Source: an optimization exercise on an open RTL-to-GDS flow (aim: small area, a short achievable clock period and few clock cycles per item). Production flows keep margins and buffers that such runs may drop. Only simulation tests tie the RTL to the original design; equivalence was not proved. Power is estimated from default activity; no workload was simulated.

--- flow/flow/run.sh ---
#!/bin/bash
# The standard layout, with the smallest buffer (buf_1) on every input and
# output port instead of the one buffer_ports picks by default, and timing
# repair aiming at a tighter setup slack margin.
set -euo pipefail
export BUFFER_PORTS_ARGS="-buffer_cell sky130_fd_sc_hd__buf_1"
bash standard.sh SETUP_SLACK_MARGIN=8.0 finish > standard_flow.log 2>&1
--- flow/standard.sh ---
#!/bin/bash
# synth_recipe.tcl (not shown) runs the flow's synth.tcl, then flattens the netlist and writes it again
# the make line also repeats each setting of config.mk as NAME=value (left out here)
make -C /OpenROAD-flow-scripts/flow DESIGN_CONFIG=/design/flow/config.mk WORK_HOME=/design/flow/orfs CLKGATE_MAP_FILE= SYNTH_SCRIPT=/design/flow/synth_recipe.tcl "${@:-finish}"
--- flow/config.mk ---
export PLATFORM = sky130hd
export DESIGN_NAME = walk_corr
export DESIGN_NICKNAME = walk_corr
export VERILOG_FILES = /design/flow/design.v
export SDC_FILE = /design/flow/constraint.sdc
export NUM_CORES = 4
export LEC_CHECK = 0
export CAP_MARGIN = 20
export CORE_MARGIN = 2
export CORE_UTILIZATION = 40
export CTS_CLUSTER_DIAMETER = 100
export CTS_CLUSTER_SIZE = 20
export SETUP_SLACK_MARGIN = 5
export SLEW_MARGIN = 20
--- flow/constraint.sdc ---
create_clock -name core_clock -period 13.0 [get_ports {clk}]
set_input_delay 2.6000 -clock core_clock [delete_from_list [all_inputs] [get_ports {clk}]]
set_output_delay 2.6000 -clock core_clock [all_outputs]
set_load 0.01 [all_outputs]
--- flow/design.v ---
module walk_corr (
    input  wire         clk,
    input  wire         rst,
    input  wire         in_valid,
    output wire         in_ready,
    input  wire [23:0]  in_t_lo,
    input  wire [23:0]  in_t_l,
    input  wire [15:0]  in_tot_lo,
    input  wire [1:0]   in_level,
    input  wire [9:0]   in_thr_lo,
    input  wire [9:0]   in_thr_mid,
    input  wire [9:0]   in_thr_hi,
    input  wire         in_has_fall,
    input  wire         in_fall_en,
    input  wire         in_walk_en,
    input  wire [511:0] lut,
    output wire         out_valid,
    output wire [23:0]  out_t_c,
    output wire         out_nowalk
);
    localparam integer ND = 7;    
    assign in_ready = 1'b1;
    wire nowalk_i = !in_has_fall || !in_fall_en;
    wire pass_i   = !in_walk_en || nowalk_i;
    wire c_ml = in_thr_mid > in_thr_lo;
    wire c_hl = in_thr_hi  > in_thr_lo;
    wire c_hm = in_thr_hi  > in_thr_mid;
    wire lvl1 = (in_level == 2'd1);
    wire two_i  = lvl1 ? c_ml : (in_level != 2'd0) && (c_ml || c_hl);
    wire sel_hi = !lvl1 && (c_ml ? c_hm : c_hl);
    wire [9:0] d_mid = in_thr_mid - in_thr_lo;
    wire [9:0] d_hi  = in_thr_hi  - in_thr_lo;
    wire [9:0] d_i   = sel_hi ? d_hi : d_mid;
    wire [23:0] diff_i = in_t_l - in_t_lo;
    wire big_i = (diff_i[23:21] != 3'd0) && (in_thr_lo != 10'd0);
    wire div_i = two_i && !pass_i;
    wire [7:0] bin   = in_tot_lo[15:8];
    wire       hi_i  = (bin[7:5] != 3'd0);
    wire       top   = hi_i || (bin[4:0] == 5'd31);
    wire [7:0] frac_i = top ? 8'd0 : in_tot_lo[7:0];
    wire       odd   = bin[0];
    wire [15:0] oh_o = 16'd1 << bin[4:1];
    wire [15:0] oh_e = odd ? {oh_o[14:0], oh_o[15]} : oh_o;
    reg  [15:0] ov, ev;
    integer li;
    always @(*) begin
        ov = 16'd0;
        ev = 16'd0;
        for (li = 0; li < 16; li = li + 1) begin
            ov = ov | ({16{oh_o[li]}} & lut[32*li + 16 +: 16]);
            ev = ev | ({16{oh_e[li]}} & lut[32*li +: 16]);
        end
    end
    wire [15:0] lut0 = hi_i ? lut[511:496] : (odd ? ov : ev);
    wire [15:0] lut1 = odd ? ev : ov;
    reg         a_v, a_pass, a_div, a_big, a_nw;
    reg  [23:0] a_tlo;
    reg  [9:0]  a_lo, a_d;
    reg  [7:0]  a_f;
    reg  [20:0] a_diff;
    reg  [15:0] a_lut0, a_lut1;
    always @(posedge clk) begin
        a_v    <= in_valid && !rst;
        a_pass <= pass_i;
        a_div  <= div_i;
        a_big  <= big_i;
        a_nw   <= nowalk_i;
        a_tlo  <= in_t_lo;
        a_lo   <= in_thr_lo;
        a_d    <= d_i;
        a_f    <= frac_i;
        a_diff <= diff_i[20:0];
        a_lut0 <= lut0;
        a_lut1 <= lut1;
    end
    wire [16:0] delta = {1'b0, a_lut1} - {1'b0, a_lut0};
    wire [9:0]  a_x   = a_div ? a_lo : {2'b00, a_f};
    wire [21:0] y_op  = a_div ? {1'b0, a_diff} : {{5{delta[16]}}, delta};
    reg  [23:0] row [0:5];
    reg  [22:0] bm, bp;
    reg         bneg, bone, btwo, bx0, pneg;
    integer     bi;
    always @(*) begin
        pneg = 1'b0;
        for (bi = 0; bi < 6; bi = bi + 1) begin
            bx0  = (bi == 0) ? 1'b0 : a_x[2*bi-1];
            if (bi == 5) begin
                bneg = 1'b0;
                bone = bx0;
                btwo = 1'b0;
            end else begin
                bneg = a_x[2*bi+1] & ~(a_x[2*bi] & bx0);
                bone = a_x[2*bi] ^ bx0;
                btwo = (a_x[2*bi+1] & ~a_x[2*bi] & ~bx0) | (~a_x[2*bi+1] & a_x[2*bi] & bx0);
            end
            bm = bone ? {y_op[21], y_op} : (btwo ? {y_op, 1'b0} : 23'd0);
            bp = bneg ? ~bm : bm;
            if (bi == 0)
                row[bi] = {(bp[22] ? 2'b11 : 2'b00), bp[21:0]};
            else
                row[bi] = ({1'b0, ~bp[22], bp[21:0]} << (2*bi)) | ({23'd0, pneg} << (2*bi-2));
            pneg = bneg;
        end
    end
    function [47:0] csa;    
        input [23:0] a, b, c;
        begin
            csa = {((a & b) | (a & c) | (b & c)) << 1, a ^ b ^ c};
        end
    endfunction
    wire [47:0] l1a = csa(row[0], row[1], row[2]);
    wire [47:0] l1b = csa(row[3], row[4], row[5]);
    wire [47:0] l2  = csa(l1a[23:0], l1a[47:24], l1b[23:0]);
    wire [47:0] l3  = csa(l2[23:0], l2[47:24], l1b[47:24]);
    function [4:0] msb;
        input [20:0] v;
        integer j;
        begin
            msb = 5'd0;
            for (j = 1; j < 21; j = j + 1)
                if (v[j]) msb = j;
        end
    endfunction
    wire prod_big = (a_lo != 10'd0) && (a_diff != 21'd0) &&
                    ({1'b0, msb({11'd0, a_lo})} + {1'b0, msb(a_diff)} >= 6'd23);
    reg         m_v, m_pass, m_div, m_big, m_nw;
    reg  [23:0] m_tlo;
    reg  [23:0] m_s, m_c;
    reg  [15:0] m_kd;      
    always @(posedge clk) begin
        m_v    <= a_v && !rst;
        m_pass <= a_pass;
        m_div  <= a_div;
        m_big  <= a_big || prod_big;
        m_nw   <= a_nw;
        m_tlo  <= a_tlo;
        m_s    <= l3[23:0];
        m_c    <= l3[47:24];
        m_kd   <= a_div ? {6'd0, a_d} : a_lut0;
    end
    wire [9:0]  m_d   = m_kd[9:0];
    wire [23:0] m_ka  = m_div ? {15'd0, m_kd[9:1]} : {m_kd, 8'h80};
    wire [23:0] m     = m_s + m_c + m_ka;
    wire [15:0] w_t   = m[23:8];
    wire        tsat  = (w_t[15:11] != 5'd0);
    wire [11:0] sb0   = {1'b0, m[21:11]} - {2'b00, m_d};
    wire        q11   = !sb0[11];
    wire [9:0]  r0    = q11 ? sb0[9:0] : m[20:11];
    reg         s_v   [0:ND-1];
    reg         s_nw  [0:ND-1];
    reg         s_div [0:ND-1];
    reg         s_sat [0:ND-1];
    reg  [23:0] s_tlo [0:ND-1];
    reg  [9:0]  s_r   [0:ND-1];
    reg  [11:0] s_nq  [0:ND-1];
    reg  [9:0]  s_d   [0:ND-1];
    reg         s_tw  [0:ND-1];
    always @(posedge clk) begin
        s_v[0]   <= m_v && !rst;
        s_nw[0]  <= m_nw;
        s_div[0] <= m_div;
        s_sat[0] <= m_div ? (m_big || (m[23:22] != 2'd0) || q11) : (!m_pass && tsat);
        s_tlo[0] <= m_tlo;
        s_r[0]   <= r0;
        s_nq[0]  <= {m[10:0], q11};
        s_d[0]   <= m_div ? m_d : (m_pass ? 10'd0 : w_t[9:0]);
        s_tw[0]  <= !m_div && !m_pass && w_t[10];
    end
    genvar gs;
    generate
        for (gs = 0; gs < ND - 2; gs = gs + 1) begin : g_div
            reg  [10:0] t;
            reg  [11:0] sb;
            reg  [9:0]  r;
            reg  [11:0] nq;
            integer     k;
            always @(*) begin
                r  = s_r[gs];
                nq = s_nq[gs];
                for (k = 0; k < 2; k = k + 1) begin
                    t  = {r, nq[11]};
                    sb = {1'b0, t} - {2'b00, s_d[gs]};
                    nq = {nq[10:0], !sb[11]};
                    r  = sb[11] ? t[9:0] : sb[9:0];
                end
            end
            always @(posedge clk) begin
                s_v[gs+1]   <= s_v[gs] && !rst;
                s_nw[gs+1]  <= s_nw[gs];
                s_div[gs+1] <= s_div[gs];
                s_sat[gs+1] <= s_sat[gs];
                s_tlo[gs+1] <= s_tlo[gs];
                s_r[gs+1]   <= r;
                s_nq[gs+1]  <= nq;
                s_d[gs+1]   <= s_d[gs];
                s_tw[gs+1]  <= s_tw[gs];
            end
        end
    endgenerate
    localparam integer L = ND - 2;
    wire [10:0] tl  = {s_r[L], s_nq[L][11]};
    wire [11:0] sl  = {1'b0, tl} - {2'b00, s_d[L]};
    wire        q0  = !sl[11] && s_div[L] && !s_sat[L];
    wire [11:0] w_h = s_sat[L] ? 12'h800 :
                      s_div[L] ? {1'b0, s_nq[L][9:0], 1'b0} : {1'b0, s_tw[L], s_d[L]};
    wire [24:0] tc  = {1'b0, s_tlo[L]} + {13'h1FFF, ~w_h} + {24'd0, !q0};
    reg         o_v, o_nw;
    reg  [23:0] o_tc;
    always @(posedge clk) begin
        o_v  <= s_v[L] && !rst;
        o_nw <= s_nw[L];
        o_tc <= tc[24] ? 24'd0 : tc[23:0];
    end
    assign out_valid  = o_v;
    assign out_t_c    = o_tc;
    assign out_nowalk = o_nw;
endmodule
==> results of run 1 <==
## cell type report
class,instances,share of cell area
Antenna cell,17,0.00113
Clock buffer,42,0.0257
Clock inverter,7,0.00253
Inverter,288,0.0289
Multi-Input combinational cell,2327,0.510
Sequential cell,585,0.312
Tap cell,1050,0.0350
Timing Repair Buffer,728,0.0846
## metrics by stage
| stage | cells | worst slack (ns) | area [um2] | power, uW |
|---|---|---|---|---|
| 3_3_place_gp | 4923 | 7.33 | 35400 | 8630 |
| 4_1_cts | 5002 | 7.93 | 37000 | 10300 |
| 5_1_grt | 5034 | 7.82 | 37500 | 11600 |
| 6_report | 5044 | 8.00 | 37500 | 10600 |
| 2_1_floorplan | 3317 | 8.03 | 31900 | 7410 |
| 3_5_place_dp | 4923 | 7.23 | 35400 | 8680 |
## logic make-up after synthesis
kind of cell	count (synthesis)	share of synthesized area
AOI/OAI and AO/OA	830	0.183
xor gates and xnor gates	222	0.0615
adders and majority gates	347	0.161
buffers and inverters	406	0.0503
DFF	585	0.368
muxes	193	0.0662
other	1	0.000118
and+or+nand+nor	733	0.111
## state kept, by name, indices dropped and copies added, names as in the netlist, 10 cells and up
| register | cells |
|---|---|
| s_tlo | 144 |
| s_nq | 66 |
| s_d | 60 |
| s_r | 60 |
| a_tlo | 24 |
| m_s | 24 |
| m_tlo | 24 |
| o_tc | 24 |
| a_diff | 21 |
| m_c | 20 |
| a_lut0 | 16 |
| a_lut1 | 16 |
| m_kd | 16 |
| a_d | 10 |
| a_lo | 10 |
## report_power, final
group | internal [uW] | total, uW | switching (uW)
clock network | 543 | 1150 | 607
logic | 3370 | 6980 | 3600
registers | 2280 | 2510 | 226
## routing by layer
layer  global-route usage  routed length [um]  up-vias
li1                     -                   -    13056
met1                0.396               56100    13369
met2                0.527               62600     1068
met3               0.0824                9590      259
met4                0.196                9250       12
met5                    0                  69        -
## cells in the final DEF (no fill, tap or decap), drive strengths merged, types with 8 or more instances in the layout
| cell | instances |
|---|---|
| fa | 103 |
| a211oi | 17 |
| nand4 | 23 |
| a21o | 48 |
| a211o | 8 |
| nand2b | 29 |
| a22oi | 218 |
| nor2b | 56 |
| clkbuf | 48 |
| inv | 292 |
| or3 | 28 |
| nor3b | 11 |
| mux2i | 70 |
| xor2 | 77 |
| o21a | 17 |
| a21oi | 138 |
| nor4 | 14 |
| and3 | 14 |
| a21boi | 23 |
| xnor2 | 144 |
| a22o | 62 |
| and2 | 20 |
| nand2 | 164 |
| nor2 | 211 |
| o31ai | 13 |
| mux2 | 123 |
| nor3 | 59 |
| buf | 722 |
| diode | 17 |
| o21bai | 17 |
| a31oi | 9 |
| ha | 244 |
| a221oi | 58 |
| o21ai | 154 |
| dfxtp | 585 |
| nand3 | 89 |
## worst paths after layout
path	slack (ns)	from	cells past startpoint	to
worst max-delay path	8.00	in_tot_lo[12]	11	a_lut0[8]
worst min-delay path	0.32	s_nq[4][7]	0	s_nq[5][9]
worst max register to register	8.02	m_div	21	s_r[0][1]
worst min register to register	0.32	s_nq[4][7]	0	s_nq[5][9]
## critical path, stage by stage
cell and delay (ns):
clkbuf_2 0.21, nand2b_1 0.25, nor2_1 0.07, buf_4 0.24
mux2_2 0.49, a22o_1 0.30, a221oi_1 0.22, nand3_1 0.36
nor2_1 0.32, mux2i_1 0.11, mux2_2 0.27
## what timing repair did
item / in CTS / in global routing
hold buffers: 0 / 0
endpoints found under the setup margin: 84 / 92
resized for setup: 61 / 71
gates cloned: 1 / 1
setup buffers: 29 / 23
pin swaps: 13 / 39
==> flow_summary.ini, run 1 <==
[global_routing]
gr-total-overflow = 0
grt_pass1_vias = 27598
antenna_found_initial = 37
grt_pass1_wl_um = 193000
grtUsageTotal = 0.328
grt_start_max_net_pins = 76

[synth]
yosys.cell_count.top_type = dfxtp_1
avgSynthCellArea_um2 = 9.61
yosys_warnings = 11
synth.area.top_cells = dfxtp_1 (37%), ha_1 (9.6%), fa_1 (6.5%)
synth_seq_cells = 585
yosys-top-cells-count = dfxtp_1 (585), inv_1 (281), ha_1 (244)
dominantRegCellSynth = dfxtp_1
netlist_area_um2 = 31900
seq_area_frac_synth = 0.368
ys_types = 88
syn_nets = 4278
yosysTopAreaCellShare = 0.368
async_flop_share = 0
yosysTopAreaCell = dfxtp_1
synth_enable_flop_cells = 0
synth_cells = 3317

[timing]
worstMarginPinSlew_ns = 1.02
fin_setup_tns_ns = 0
clock_skew_ns = 0.0353
period_share = 0.384
rsz0062_at_grt = true
clock.fmax_mhz = 200
hold_violations = 0
finalCriticalPeriod_ns = 5.00
hold_ws_ns = 0.319
relSlewSlack = 0.313
drv_slew = 0
setup_viol = 0

[die]
fp.dieH_um = 286
core_um2 = 78900
num_rows = 103
boundaryPins = 641
die_area_um2 = 81900
chipWidth_um = 286
start_util = 0.404

[clock_tree]
h-tree-depth = 2
clk_latency_ns = 0.59
cts_tree = done
clockBufferDepth = 3
cts_made_buffers = 37
clk_pin_slew_ns = 0.08
clockRootBuffer = clkbuf_16
cts.sinks = 585

[detailed_routing]
drc_errors = 0
wl_per_cell_um = 27.3
postRouteAntennaNets = 0
viasPerCell = 5.50
via_count = 27764
first_pass_iters = 5
wl_um = 138000
drtIter0Drc = 1972

[job]
max_cap_violations = 0

[layout]
nFillCells = 7742
nNetsFinal = 4928
fin_util = 0.476
multi_input_area_um2 = 19200
layout-drive-gt1-share = 0.0948
seq_area_um2 = 11700
syn_to_final_growth_pct = 17.8

[critical_path]
arrival_ns = 5.47
critical_path_class = input pin to flop
critPathLaunchType = input pin
end_kind = flop
cp_max_fo = 18
required_ns = 13.47

[outcome]
status = finished clean

[pwr]
leakage_uw = 0.0155
max-vdd-ir-drop_uv = 209
power.density_nw_per_um2 = 283

[place]
hpwlAfterDp_um = 115000
place.gp.congestion = 1.14
io_buffers = 639

[min_path]
hold_class = flop to flop
Testbench counts, summed over its fixed seeds: cycles 12,072, pulses 12,000.
==> run 2: changes to the inputs <==
--- a/flow/config.mk
+++ b/flow/config.mk
@@ -9,6 +9,6 @@
 export CORE_MARGIN = 2
 export CORE_UTILIZATION = 40
-export CTS_CLUSTER_DIAMETER = 100
-export CTS_CLUSTER_SIZE = 20
+export CTS_CLUSTER_DIAMETER = 110
+export CTS_CLUSTER_SIZE = 26
 export SETUP_SLACK_MARGIN = 5
 export SLEW_MARGIN = 20
==> run 2 against run 1 <==
Via count is 0.76% lower. Total power is 1.8% lower. Sequential power hardly changed. Register-to-register slack better by 0.07 ns. Synthesized area stayed put. First-iteration DRC count is 3.8% higher. Worst hold slack better by 0.0027 ns. Sequential share of layout area is 0.23 points higher. Die area stayed put. Clock skew is 0.0079 ns lower.
==> flow_summary.ini, run 2 <==
[min_path]
min_path_cells = 0
hold_class = flop to flop
hold_path_end = s_nq[5][11]
hp-start = s_nq[4][9]

[critical_path]
reg2reg_from = a_lut1[0]
critPathLaunchType = input pin
timing.rr.end = m_s[23]
r2r_cells = 22
r2r_slack_ns = 8.09
required_ns = 13.51
arrival_ns = 5.43
end_kind = flop
critical_path_class = input pin to flop
cp_max_fo = 49

[clock_tree]
cts_tree = done
clockBufferDepth = 3
clk_latency_ns = 0.63
h-tree-depth = 1
postCtsHoldBufs = 0
cts_made_buffers = 28
cts.sinks = 585
clk_pin_slew_ns = 0.09
clockRootBuffer = clkbuf_16

[timing]
relSlewSlack = 0.226
drv_slew = 0
clock.fmax_mhz = 203
clock_skew_ns = 0.0274
period_share = 0.378
hold_ws_ns = 0.322
fin_setup_tns_ns = 0
worstMarginPinSlew_ns = 1.15
rsz0062_at_grt = true
finalCriticalPeriod_ns = 4.92
hold_violations = 0
setup_viol = 0

[detailed_routing]
wl_um = 137000
viasPerCell = 5.48
via_count = 27552
first_pass_iters = 6
drc_errors = 0
drtIter0Drc = 2047
wl_per_cell_um = 27.2
postRouteAntennaNets = 0

[synth]
ys_types = 88
synth_seq_cells = 585
yosys_warnings = 11
avgSynthCellArea_um2 = 9.61
dominantRegCellSynth = dfxtp_1
netlist_area_um2 = 31900
yosys-top-cells-count = dfxtp_1 (585), inv_1 (281), ha_1 (244)
synth_enable_flop_cells = 0
synth_cells = 3317
async_flop_share = 0
syn_nets = 4278
yosysTopAreaCell = dfxtp_1
synth.area.top_cells = dfxtp_1 (37%), ha_1 (9.6%), fa_1 (6.5%)
yosys.cell_count.top_type = dfxtp_1
seq_area_frac_synth = 0.368
yosysTopAreaCellShare = 0.368

[layout]
final_cell_mix = buf_1 (635), dfxtp_1 (582), inv_1 (278)
largest_register_ff_count = 144
layout-drive-gt1-share = 0.0924
final_cells = 5027
nFillCells = 7763
final_common_cell = buf_1
nNetsFinal = 4917
top_register = s_tlo
syn_to_final_growth_pct = 17.0
largest_registers = s_tlo: 144 flops, s_nq: 66 flops

[die]
boundaryPins = 641
start_util = 0.404
chipWidth_um = 286
core_um2 = 78900
fp.dieH_um = 286
die_area_um2 = 81900
num_rows = 103

[pwr]
leakage_uw = 0.0154
max-vdd-ir-drop_uv = 207
power.density_nw_per_um2 = 280

[global_routing]
met3_usage = 0.0700
grt_start_max_net_pins = 76
use_met2 = 0.524
grtUsageTotal = 0.326
gr-total-overflow = 0
grt_pass1_vias = 27421
grt_pass1_wl_um = 193000
antenna_found_initial = 36
grt_busiest_layer = met2
grtUsageMet1 = 0.401

[place]
dp.cells = 4923
place.gp.congestion = 1.14
io_buffers = 639
hpwlAfterDp_um = 115000

[outcome]
status = finished clean

[job]
max_cap_violations = 0
run 2: worst max-delay path, stage by stage:
cell and delay (ns):
clkbuf_2 0.09, buf_4 0.56, mux2_2 0.64, a22oi_1 0.72, nand3_1 0.18, nor2_1 0.24
mux2i_1 0.09, mux2_2 0.28
run 2: what timing repair did:
item	CTS	global route
setup endpoints to repair	82	92
gates cloned	1	1
gates resized for setup	60	74
pin swaps	13	41
setup buffers	30	21
run 2: power by group:
| part | switching (uW) | internal [uW] |
|---|---|---|
| clock network | 581 | 404 |
| registers | 225 | 2280 |
| logic | 3580 | 3380 |
run 2: cells by family after synthesis:
group | share of synthesized area
DFF | 0.368
muxes | 0.0662
buffers and inverters | 0.0503
AOI/OAI and AO/OA | 0.183
xor gates and xnor gates | 0.0615
adders and majority gates | 0.161
and+or+nand+nor | 0.111
other | 0.000118
run 2: worst max path at each step:
stage	start	slack (ns)	cells after the start	end
global route	a_lut1[0]	7.87	22	m_s[23]
detailed placement	a_div	7.23	16	m_s[23]
CTS	a_lut1[0]	7.93	22	m_s[23]
floorplan	m_div	8.03	21	s_r[0][1]
finish	in_tot_lo[8]	8.08	8	a_lut0[10]
global placement	m_div	7.33	20	s_r[0][1]
run 2: layout make-up:
cell class,count,area (um2),share of cell area
Sequential cell,585,11700,0.314
Antenna cell,16,40.0,0.00107
Inverter,288,1080,0.0291
Multi-Input combinational cell,2327,19200,0.514
Tap cell,1050,1310,0.0352
Clock inverter,6,100,0.00269
Timing Repair Buffer,726,3160,0.0848
Clock buffer,29,704,0.0189
run 2: per-stage QoR:
stage | total power [uW] | setup slack [ns] | area (um2) | util
final | 10400 | 8.08 | 37300 | 0.473
after global routing | 11400 | 7.87 | 37300 | 0.472
after CTS | 10200 | 7.93 | 36700 | 0.465
after detailed placement | 8680 | 7.23 | 35400 | 0.448
after global placement | 8630 | 7.33 | 35400 | 0.448
after floorplan | 7410 | 8.03 | 31900 | -
run 2: metal layers:
layer	routed length [um]	share of wire
met1	56200	0.41
met2	61700	0.45
met3	9210	0.067
met4	9720	0.071
met5	68	0.00050

[static timing again, ports no longer ideal]
The flow's constraints put no driver on any port. The routed layouts listed below were extracted and timed again, unchanged, in two steps. Step 1, drivers: a clkbuf_16 drives clk and a buf_2 each remaining input, both assumed. Step 2 also shifts input and output timing later by t, the mid clock arrival at the registers, as if the neighbouring blocks saw the same clock. Three values: ideal, step 1, step 2; two values: the first two.
run	shift t [ns]	setup slack, ns	worst slew at a driven data input, ns
run 1	0.634	8.002 / 8.024 / 7.400	0.30
run 2	0.679	8.083 / 8.086 / 7.416	0.34
After both steps setup and hold are still met in every run listed. For run 2, which loses most, drivers alone change the setup slack by +0.003 ns; drivers and shift together by -0.667 ns.
